Source: an optimization exercise on an open RTL-to-GDS flow (aim: small area). Production flows keep margins and buffers that such runs may drop.
Function was checked by simulation only, so behaviour that the tests miss may differ from the original.

== red ==
## treadle_law
module treadle_law (
    input  wire               clk,
    input  wire               rst,       
    input  wire               sample,    
    input  wire               first,     
    input  wire               bias,      
    input  wire signed [31:0] r,
    input  wire signed [31:0] y,
    input  wire signed [23:0] kp,
    input  wire signed [23:0] ki,
    input  wire signed [23:0] kd,
    input  wire signed [23:0] kf,
    input  wire        [4:0]  shift,
    input  wire        [15:0] u0,
    input  wire        [15:0] umin,
    input  wire        [15:0] umax,
    output reg         [15:0] u,
    output reg                upd,       
    output reg                sat,
    output reg                hold
);
    localparam HW = 51;           
    reg        [47:0] integ;      
    reg        [31:0] y_q;        
    reg        [31:0] yp_q;       
    reg        [31:0] r_q;
    reg        [31:0] x_q;        
    reg        [71:0] chain;      
    reg        [23:0] ki_q;       
    reg      [HW-1:0] h;          
    reg               ovf;        
    reg               ovf_s;      
    reg        [15:0] u0_q;       
    reg        [15:0] umin_q, umax_q;
    reg        [4:0]  skip;       
    reg               dly;        
    reg               iz;         
    reg               sh0;        
    reg        [3:0]  ncol;       
    reg               bias_q;
    reg               started;
    reg               busy;
  ...
For scale: roughly 240 I/O pins, about 21000 um2 of cells after synthesis.
export LEC_CHECK = 0
export ABC_AREA = 1
export CAP_MARGIN = 20
export CORE_MARGIN = 2
export CORE_UTILIZATION = 80
export CTS_BUF_LIST = sky130_fd_sc_hd__clkbuf_16
export CTS_CLUSTER_DIAMETER = 80
export CTS_CLUSTER_SIZE = 24
export PLACE_DENSITY = 0.9
export SLEW_MARGIN = 20
create_clock -name core_clock -period 10.0 [get_ports {clk}]
standard.sh (not shown) runs the stock make flow with config.mk's settings and CLKGATE_MAP_FILE= SYNTH_SCRIPT=/design/flow/synth_recipe.tcl, a recipe that flattens the netlist after the stock synthesis.
==> flow/flow/run.sh <==
#!/bin/bash
# Standard layout, with buf_1 cells as the port buffers.
set -euo pipefail
bash standard.sh 'BUFFER_PORTS_ARGS=-buffer_cell sky130_fd_sc_hd__buf_1' finish > standard_make.log 2>&1
diff inputs: red => blue
==> flow/flow/run.sh <==
#!/bin/bash
# Standard layout, with buf_1 cells as the port buffers and a clock tree
# without dummy loads.
set -euo pipefail
bash standard.sh \
  'BUFFER_PORTS_ARGS=-buffer_cell sky130_fd_sc_hd__buf_1' \
  'CTS_ARGS=-sink_clustering_enable -repair_clock_nets -sink_clustering_size 30 -sink_clustering_max_diameter 60 -buf_list sky130_fd_sc_hd__clkbuf_16 -dont_use_dummy_load' \
  finish > standard_make.log 2>&1
==> flow/config.mk <==
export PLATFORM = sky130hd
export DESIGN_NAME = treadle_law
export DESIGN_NICKNAME = treadle_law
export VERILOG_FILES = /design/flow/design.v
export SDC_FILE = /design/flow/constraint.sdc
export NUM_CORES = 4
export LEC_CHECK = 0
export CAP_MARGIN = 20
export CORE_MARGIN = 2
export CORE_UTILIZATION = 80
export CTS_BUF_LIST = sky130_fd_sc_hd__clkbuf_16
export CTS_CLUSTER_DIAMETER = 60
export CTS_CLUSTER_SIZE = 30
export PLACE_DENSITY = 0.9
export SLEW_MARGIN = 20
Notes after the runs:
Synthesized area per cell: blue > red. Compare blue and red | count of clock-net buffers in the final layout lower: red. The part of the Yosys area used for sequential elements of blue exceeds that of red by 0.29 points. Looking only at number of non-clock buffers in the layout, and setting everything else aside, the lower value of blue and red goes to red. Comparing achievable frequency for blue and red, the bigger number came from red.

========
## 10-12
treadle_law again, from the RTL that the note above started with.
==> flow/config.mk <==
export PLATFORM = sky130hd
export DESIGN_NAME = treadle_law
export DESIGN_NICKNAME = treadle_law
export VERILOG_FILES = /design/flow/design.v
export SDC_FILE = /design/flow/constraint.sdc
export NUM_CORES = 4
export LEC_CHECK = 0
export CAP_MARGIN = 20
export CORE_MARGIN = 2
export CORE_UTILIZATION = 80
export CTS_BUF_LIST = sky130_fd_sc_hd__clkbuf_16
export CTS_CLUSTER_DIAMETER = 80
export CTS_CLUSTER_SIZE = 24
export PLACE_DENSITY = 0.9
export SLEW_MARGIN = 20
==> flow/constraint.sdc <==
create_clock -name core_clock -period 10.0 [get_ports {clk}]
set_input_delay 2.0000 -clock core_clock [delete_from_list [all_inputs] [get_ports {clk}]]
set_output_delay 2.0000 -clock core_clock [all_outputs]
set_load 0.01 [all_outputs]
==> flow/flow/run.sh <==
#!/bin/bash
# Standard layout, with buf_1 cells as the port buffers.
set -euo pipefail
bash standard.sh 'BUFFER_PORTS_ARGS=-buffer_cell sky130_fd_sc_hd__buf_1' finish > standard_make.log 2>&1
Relative to 10-12, the following input files were edited for 08-20:
# 10-12
export LEC_CHECK = 0
export CAP_MARGIN = 20
export CORE_MARGIN = 2
export CORE_UTILIZATION = 80
export CTS_BUF_LIST = sky130_fd_sc_hd__clkbuf_16
export CTS_CLUSTER_DIAMETER = 80
export CTS_CLUSTER_SIZE = 24
export PLACE_DENSITY = 0.9
export SLEW_MARGIN = 20
create_clock -name core_clock -period 10.0 [get_ports {clk}]
# 08-20
export LEC_CHECK = 0
export CAP_MARGIN = 10
export CORE_MARGIN = 2
export CORE_UTILIZATION = 85
export CTS_BUF_LIST = sky130_fd_sc_hd__clkbuf_16
export CTS_CLUSTER_DIAMETER = 80
export CTS_CLUSTER_SIZE = 24
export PLACE_DENSITY = 0.92
export SLEW_MARGIN = 10
create_clock -name core_clock -period 10.0 [get_ports {clk}]
==> summary.txt <==
10-12 → 08-20: buffering overhead ~0 delta, data arrival time at the worst-slack endpoint picked up an extra 0.08 ns, post-route worst hold slack has remained practically unchanged, y dimension of the die dropped 2.9%, multi-input combinational gate total neither gained nor lost much.
Summary of 08-20 over 10-12: die area went down about 6%, final standard cell area without fillers held, via count went up about 8%, pre-CTS setup slack went down 0.28 ns.
Against 10-12, 08-20 comes in about 3% lower on horizontal die dimension.

port drivers added, routing unchanged:
No port has a modelled driver above. Below, the same layouts with a new extraction and two added sets of constraints.
Step 1 (the two cells are an assumption about what drives the block):
set clk [get_ports {clk}]
set_driving_cell -lib_cell sky130_fd_sc_hd__clkbuf_16 $clk
set_driving_cell -lib_cell sky130_fd_sc_hd__buf_2 [delete_from_list [all_inputs] $clk]
Step 2, shift: input delay + t, output delay - t, t = (earliest + latest rising clock arrival at the registers) / 2. This alone moves slack from input paths to output paths.
Slacks: ideal / step 1 / step 2; pairs: ideal / step 1.
| run | t, ns | slack for setup (ns) | clock arrival spread, ns |
|---|---|---|---|
| red | 0.583 | 0.521 / 0.521 / 0.521 | 0.026 / 0.027 |
| blue | 0.603 | 0.313 / 0.313 / 0.313 | 0.069 / 0.069 |
| 10-12 | 0.585 | 0.324 / 0.324 / 0.324 | 0.014 / 0.013 |
| 08-20 | 0.603 | 0.236 / 0.236 / 0.236 | 0.022 / 0.022 |
After both steps setup and hold are still met in every run listed.
